This is an optimization exercise on Yosys and OpenROAD, whose aim is small area, a short achievable clock period and few clock cycles per item, not a production implementation.
At most, simulation tests tie the RTL to the original design; equivalence was not proved.

==> job 5772 <==
==> flow/design.v <==
module sip_weight (
    input  wire         clk,
    input  wire         rst,           
    input  wire         in_valid,
    output wire         in_ready,
    input  wire [127:0] in_key,        
    input  wire [31:0]  in_bin,        
    input  wire [15:0]  in_slot,       
    output reg          out_valid,
    input  wire         out_ready,
    output reg  [63:0]  out_weight
);
    localparam integer DEPTH = 7;      
    localparam integer CAP   = DEPTH + 1;
    reg  [63:0]  k0_s0, k1_s0;         
    reg  [47:0]  m_s0, m_s1;           
    reg  [5:0]   vld;                  
    reg  [255:0] st1, st2, st3, st4, st5;
    wire [63:0]  m0 = {8'h06, 8'h00, m_s0};
    wire [63:0]  m1 = {8'h06, 8'h00, m_s1};
    wire [255:0] init = {k1_s0 ^ 64'h7465646279746573 ^ m0,
                         k0_s0 ^ 64'h6c7967656e657261,
                         k1_s0 ^ 64'h646f72616e646f6d,
                         k0_s0 ^ 64'h736f6d6570736575};
    wire [255:0] r1, r2, r3, r4, r5;
    wire [63:0]  res;
    sipround u_r1 (.v(init), .o(r1));
    sipround u_r2 (.v(st1),  .o(r2));
    sipround u_r3 (.v(st2),  .o(r3));
    sipround u_r4 (.v(st3),  .o(r4));
    sipround u_r5 (.v(st4),  .o(r5));
    sipfinal u_r6 (.v(st5),  .w(res));
    wire         acc = in_valid && in_ready;
    always @(posedge clk) begin
        k0_s0 <= in_key[63:0];
        k1_s0 <= in_key[127:64];
        m_s0  <= {in_slot, in_bin};
        st1   <= r1;
        m_s1  <= m_s0;
        st2   <= r2 ^ {64'd0, 64'hff, 64'd0, m1};
        st3   <= r3;
        st4   <= r4;
        st5   <= r5;
        if (rst) vld <= 6'd0;
        else     vld <= {vld[4:0], acc};
    end
    reg  [63:0]  mem [0:DEPTH-1];
    reg  [2:0]   wp, rp;
    reg  [3:0]   fcnt;                 
    reg  [3:0]   cnt;                  
    reg          rdy;
    assign in_ready = rdy;
    wire         res_v   = vld[5];
    wire         xfer    = out_valid && out_ready;
    wire         o_free  = !out_valid || out_ready;
    wire         f_empty = (fcnt == 4'd0);
    wire         f_pop   = o_free && !f_empty;
    wire         f_push  = res_v && !(o_free && f_empty);
    wire [3:0]   cnt_n   = cnt + {3'd0, acc} - {3'd0, xfer};
    always @(posedge clk) begin
        if (o_free)
            out_weight <= f_empty ? res : mem[rp];
        if (res_v)
            mem[wp] <= res;
        if (rst) begin
            out_valid <= 1'b0;
            wp   <= 3'd0;
            rp   <= 3'd0;
            fcnt <= 4'd0;
            cnt  <= 4'd0;
            rdy  <= 1'b1;
        end else begin
            if (o_free)
                out_valid <= !f_empty || res_v;
            if (f_push)
                wp <= (wp == DEPTH - 1) ? 3'd0 : wp + 3'd1;
            if (f_pop)
                rp <= (rp == DEPTH - 1) ? 3'd0 : rp + 3'd1;
            fcnt <= fcnt + {3'd0, f_push} - {3'd0, f_pop};
            cnt  <= cnt_n;
            rdy  <= (cnt_n < CAP);
        end
    end
endmodule
module sipround (
    input  wire [255:0] v,
    output wire [255:0] o
);
    wire [63:0] v0 = v[63:0], v1 = v[127:64], v2 = v[191:128], v3 = v[255:192];
    wire [63:0] a0 = v0 + v1;
    wire [63:0] a2 = v2 + v3;
    wire [63:0] x1 = {v1[50:0], v1[63:51]} ^ a0;       
    wire [63:0] x3 = {v3[47:0], v3[63:48]} ^ a2;       
    wire [63:0] b0 = {a0[31:0], a0[63:32]} + x3;       
    wire [63:0] b2 = a2 + x1;
    assign o[255:192] = {x3[42:0], x3[63:43]} ^ b0;    
    assign o[127:64]  = {x1[46:0], x1[63:47]} ^ b2;    
    assign o[63:0]    = b0;
    assign o[191:128] = {b2[31:0], b2[63:32]};         
endmodule
module sipfinal (
    input  wire [255:0] v,
    output wire [63:0]  w
);
    wire [63:0] v0 = v[63:0], v1 = v[127:64], v2 = v[191:128], v3 = v[255:192];
    wire [63:0] a0 = v0 + v1;
    wire [63:0] a2 = v2 + v3;
    wire [63:0] x1 = {v1[50:0], v1[63:51]} ^ a0;
    wire [63:0] x3 = {v3[47:0], v3[63:48]} ^ a2;
    wire [63:0] b2 = a2 + x1;
    assign w = {x1[46:0], x1[63:47]} ^ {x3[42:0], x3[63:43]} ^ b2 ^ {b2[31:0], b2[63:32]};
endmodule
==> flow/flow/run.sh <==
#!/bin/bash
# Own layout flow: the standard layout (standard.sh), except that synthesis
# maps the logic with a delay-driven ABC script (flow/abc.script, map -D) and
# does not extract full/half-adder cells, which ORFS's default ABC script and
# adder mapping leave slow. Everything else, registers and their names
# included, is the standard synthesis and layout.
set -euo pipefail
work=$(pwd)
export OWN_ABC_SCRIPT="$work/flow/abc.script"
export OWN_ABC_D=3000
OWN_SETUP_MARGIN=7.5
cat flow/synth_pre.tcl synth_recipe.tcl > own_synth.tcl
bash standard.sh SYNTH_SCRIPT="$work/own_synth.tcl" ADDER_MAP_FILE= SETUP_SLACK_MARGIN="$OWN_SETUP_MARGIN" finish > standard_make.log 2>&1
==> flow/flow/abc.script <==
strash
dch
map -D 3000
topo
buffer -c
upsize -D 3000
dnsize -D 3000
==> flow/flow/synth_pre.tcl <==
# Prepended to the standard flow's synthesis script: the same synthesis, but ABC maps the
# logic with flow/abc.script (delay-driven mapping) instead of ORFS's script.
proc abc {args} {
  set out {}
  set skip 0
  foreach a $args {
    if {$skip} { set skip 0; continue }
    if {$a eq "-script" || $a eq "-D"} { set skip 1; continue }
    lappend out $a
  }
  yosys abc -script $::env(OWN_ABC_SCRIPT) -D $::env(OWN_ABC_D) {*}$out
}
==> flow/standard.sh <==
#!/bin/bash
# synth_recipe.tcl (not shown) runs the flow's synth.tcl, then flattens the netlist and writes it again
# the make line also repeats each setting of config.mk as NAME=value (left out here)
make -C /OpenROAD-flow-scripts/flow DESIGN_CONFIG=/design/flow/config.mk WORK_HOME=/design/flow/orfs CLKGATE_MAP_FILE= SYNTH_SCRIPT=/design/flow/synth_recipe.tcl "${@:-finish}"
==> flow/config.mk <==
export PLATFORM = sky130hd
export DESIGN_NAME = sip_weight
export DESIGN_NICKNAME = sip_weight
export VERILOG_FILES = /design/flow/design.v
export SDC_FILE = /design/flow/constraint.sdc
export NUM_CORES = 4
export LEC_CHECK = 0
export CAP_MARGIN = 30
export CORE_MARGIN = 2
export CORE_UTILIZATION = 35
export SLEW_MARGIN = 30
==> flow/constraint.sdc <==
create_clock -name core_clock -period 12.0 [get_ports {clk}]
set_input_delay 2.4000 -clock core_clock [delete_from_list [all_inputs] [get_ports {clk}]]
set_output_delay 2.4000 -clock core_clock [all_outputs]
set_load 0.01 [all_outputs]
==> job 2760 (differences from job 5772) <==
==> flow/design.v, changed modules only <==
module sip_weight (
    input  wire         clk,
    input  wire         rst,           
    input  wire         in_valid,
    output wire         in_ready,
    input  wire [127:0] in_key,        
    input  wire [31:0]  in_bin,        
    input  wire [15:0]  in_slot,       
    output reg          out_valid,
    input  wire         out_ready,
    output reg  [63:0]  out_weight
);
    localparam integer NST   = 12;     
    localparam integer DEPTH = NST + 1;  
    localparam integer CAP   = DEPTH + 1;
    reg  [63:0]  k0_s0, k1_s0;         
    reg  [47:0]  m_s0, m_s1, m_s2, m_s3;  
    reg  [NST-1:0] vld;                
    reg  [255:0] st1, st2, st3, st4, st5, st6, st7, st8, st9, st10;
    reg  [191:0] st11;
    wire [63:0]  m0 = {8'h06, 8'h00, m_s0};
    wire [63:0]  m3 = {8'h06, 8'h00, m_s3};
    wire [255:0] init = {k1_s0 ^ 64'h7465646279746573 ^ m0,
                         k0_s0 ^ 64'h6c7967656e657261,
                         k1_s0 ^ 64'h646f72616e646f6d,
                         k0_s0 ^ 64'h736f6d6570736575};
    wire [255:0] h1, h2, h3, h4, h5, h6, h7, h8, h9, h10, h11;
    wire [63:0]  res;
    siphalf_a u_h1  (.v(init), .o(h1));
    siphalf_b u_h2  (.v(st1),  .o(h2));
    siphalf_a u_h3  (.v(st2),  .o(h3));
    siphalf_b u_h4  (.v(st3),  .o(h4));
    siphalf_a u_h5  (.v(st4),  .o(h5));
    siphalf_b u_h6  (.v(st5),  .o(h6));
    siphalf_a u_h7  (.v(st6),  .o(h7));
    siphalf_b u_h8  (.v(st7),  .o(h8));
    siphalf_a u_h9  (.v(st8),  .o(h9));
    siphalf_b u_h10 (.v(st9),  .o(h10));
    siphalf_a u_h11 (.v(st10), .o(h11));
    sipfinal  u_h12 (.v(st11), .w(res));
    wire         acc = in_valid && in_ready;
    always @(posedge clk) begin
        k0_s0 <= in_key[63:0];
        k1_s0 <= in_key[127:64];
        m_s0  <= {in_slot, in_bin};
        m_s1  <= m_s0;
        m_s2  <= m_s1;
        m_s3  <= m_s2;
        st1   <= h1;
        st2   <= h2;
        st3   <= h3;
        st4   <= h4 ^ {64'd0, 64'hff, 64'd0, m3};
        st5   <= h5;
        st6   <= h6;
        st7   <= h7;
        st8   <= h8;
        st9   <= h9;
        st10  <= h10;
        st11  <= h11[255:64];          
        if (rst) vld <= {NST{1'b0}};
        else     vld <= {vld[NST-2:0], acc};
    end
    reg  [64*DEPTH-1:0] fifo;
    integer      i;
    reg  [3:0]   wp, rp;
    reg  [4:0]   fcnt;                 
    reg  [4:0]   cnt;                  
    reg          rdy;
    assign in_ready = rdy;
    wire         res_v   = vld[NST-1];
    wire         xfer    = out_valid && out_ready;
    wire         o_free  = !out_valid || out_ready;
    wire         f_empty = (fcnt == 5'd0);
    wire         f_pop   = o_free && !f_empty;
    wire         f_push  = res_v && !(o_free && f_empty);
    wire [4:0]   cnt_n   = cnt + {4'd0, acc} - {4'd0, xfer};
    reg  [63:0]  out_hold;
    wire [63:0]  head = f_empty ? res : fifo[64*rp +: 64];
    always @(posedge clk) begin
        if (o_free && (!f_empty || res_v))
            out_hold <= head;
        out_weight <= o_free ? head : out_hold;
        for (i = 0; i < DEPTH; i = i + 1)
            if (res_v && wp == i)
                fifo[64*i +: 64] <= res;
        if (rst) begin
            out_valid <= 1'b0;
            wp   <= 4'd0;
            rp   <= 4'd0;
            fcnt <= 5'd0;
            cnt  <= 5'd0;
            rdy  <= 1'b1;
        end else begin
            if (o_free)
                out_valid <= !f_empty || res_v;
            if (f_push)
                wp <= (wp == DEPTH - 1) ? 4'd0 : wp + 4'd1;
            if (f_pop)
                rp <= (rp == DEPTH - 1) ? 4'd0 : rp + 4'd1;
            fcnt <= fcnt + {4'd0, f_push} - {4'd0, f_pop};
            cnt  <= cnt_n;
            rdy  <= (cnt_n < CAP);
        end
    end
endmodule
module siphalf_a (
    input  wire [255:0] v,
    output wire [255:0] o
);
    wire [63:0] v0 = v[63:0], v1 = v[127:64], v2 = v[191:128], v3 = v[255:192];
    wire [63:0] a0 = v0 + v1;
    wire [63:0] a2 = v2 + v3;
    assign o[63:0]    = {a0[31:0], a0[63:32]};
    assign o[127:64]  = {v1[50:0], v1[63:51]} ^ a0;
    assign o[191:128] = a2;
    assign o[255:192] = {v3[47:0], v3[63:48]} ^ a2;
endmodule
module siphalf_b (
    input  wire [255:0] v,
    output wire [255:0] o
);
    wire [63:0] v0 = v[63:0], v1 = v[127:64], v2 = v[191:128], v3 = v[255:192];
    wire [63:0] b0 = v0 + v3;
    wire [63:0] b2 = v2 + v1;
    assign o[63:0]    = b0;
    assign o[127:64]  = {v1[46:0], v1[63:47]} ^ b2;
    assign o[191:128] = {b2[31:0], b2[63:32]};
    assign o[255:192] = {v3[42:0], v3[63:43]} ^ b0;
endmodule
module sipfinal (
    input  wire [191:0] v,
    output wire [63:0]  w
);
    wire [63:0] v1 = v[63:0], v2 = v[127:64], v3 = v[191:128];
    wire [63:0] b2 = v2 + v1;
    assign w = {v1[46:0], v1[63:47]} ^ {v3[42:0], v3[63:43]} ^ b2 ^ {b2[31:0], b2[63:32]};
endmodule
// module sipround removed
==> flow/flow/run.sh (replaced) <==
#!/bin/bash
set -euo pipefail
work=$(pwd)
export OWN_ABC_SCRIPT="$work/flow/abc.script"
export OWN_ABC_D=3000
OWN_SETUP_MARGIN=8.0
cat flow/synth_pre.tcl synth_recipe.tcl > own_synth.tcl
bash standard.sh SYNTH_SCRIPT="$work/own_synth.tcl" ADDER_MAP_FILE= \
  SYNTH_OPERATIONS_ARGS=-nofsm SETUP_SLACK_MARGIN="$OWN_SETUP_MARGIN" \
  finish > standard_make.log 2>&1
--- a/flow/flow/synth_pre.tcl
+++ b/flow/flow/synth_pre.tcl
@@ -10,2 +10,3 @@
   }
+  puts "OWN ABC: $::env(OWN_ABC_SCRIPT) D=$::env(OWN_ABC_D)"
   yosys abc -script $::env(OWN_ABC_SCRIPT) -D $::env(OWN_ABC_D) {*}$out
--- a/flow/config.mk
+++ b/flow/config.mk
@@ -9,3 +9,3 @@
 export CORE_MARGIN = 2
-export CORE_UTILIZATION = 35
+export CORE_UTILIZATION = 62
 export SLEW_MARGIN = 30
==> qor summary <==
item                                                                        job 5772                 job 2760
Synth Area in Compound Gates                                                   18.8%                    9.07%
Post-CTS setup buffer count                                                     2939                      111
Sequential-to-total area share from yosys stat                                 28.2%                    52.8%
Area of placed instances                                                  178000 µm²               178000 µm²
Post-synthesis instance total                                                  25000                    18600
Synth Register Bits                                                             2041                     4064
Total of cells resized after clock tree synthesis                              13400                      518
Xor/xnor share of the synthesized area                                         17.9%                    16.3%
Clock buffer count from CTS                                                      244                      404
Post-synthesis adder-cell area fraction                                     0.00614%                   0.144%
Final weighted congestion in routability-driven placement                       1.30                     1.09
Run status                                                 aborted with a tool error  complete, no violations
Stage where the flow stopped                                                 5_1_grt                        -
Placement-stage worst setup slack                                            4.48 ns                  6.67 ns
Row count                                                                        250                      192
Clock sinks                                                                     2041                     4064
H-tree lvl count                                                                   4                        5
Nets in the synthesized netlist                                                25100                    18800
Number of flops mapped to enable cells by yosys                                  512                      896
Die W                                                                         687 µm                   529 µm
Share of the synthesized area in the top cell type                             18.8%                    37.1%
Mapped Avg Cell Area                                                        6.53 µm²                 9.20 µm²
Die boundary height                                                           687 µm                   529 µm
Summed instance area of the synthesized netlist                           163000 µm²               171000 µm²
Simple-gate area share of the yosys netlist                                    27.1%                    17.2%
Post-synthesis cell type count                                                   103                       97
Testbench counts of job 2760, summed over its fixed seeds: cycles 3,304, items 3,200.
Only the layout flow was run in job 5772; the RTL was not checked for function there.

-- re-timing with driven ports --
No port has a modelled driver above. Below, the same layout with a new extraction and two added sets of constraints. Step 1, drivers: a clkbuf_16 drives clk and a buf_2 each remaining input, both assumed. Step 2 adds t to the input delays and takes it off the output delays; t is the mean of the earliest and latest rising clock arrival at the registers after step 1. Input paths then give back, and output paths get back, about the clock's delay inside the block. Slacks: no drivers / after step 1 / after step 2; pairs: no drivers / after step 1.
run: job 2760
t, ns: 1.074
setup slack, ns: 7.785 / 7.785 / 7.245
worst setup path after step 2: input to register
After both steps job 2760 still meets setup and hold. The setup slack of job 2760 moves by 0.000 ns with the drivers and by -0.540 ns with both steps.
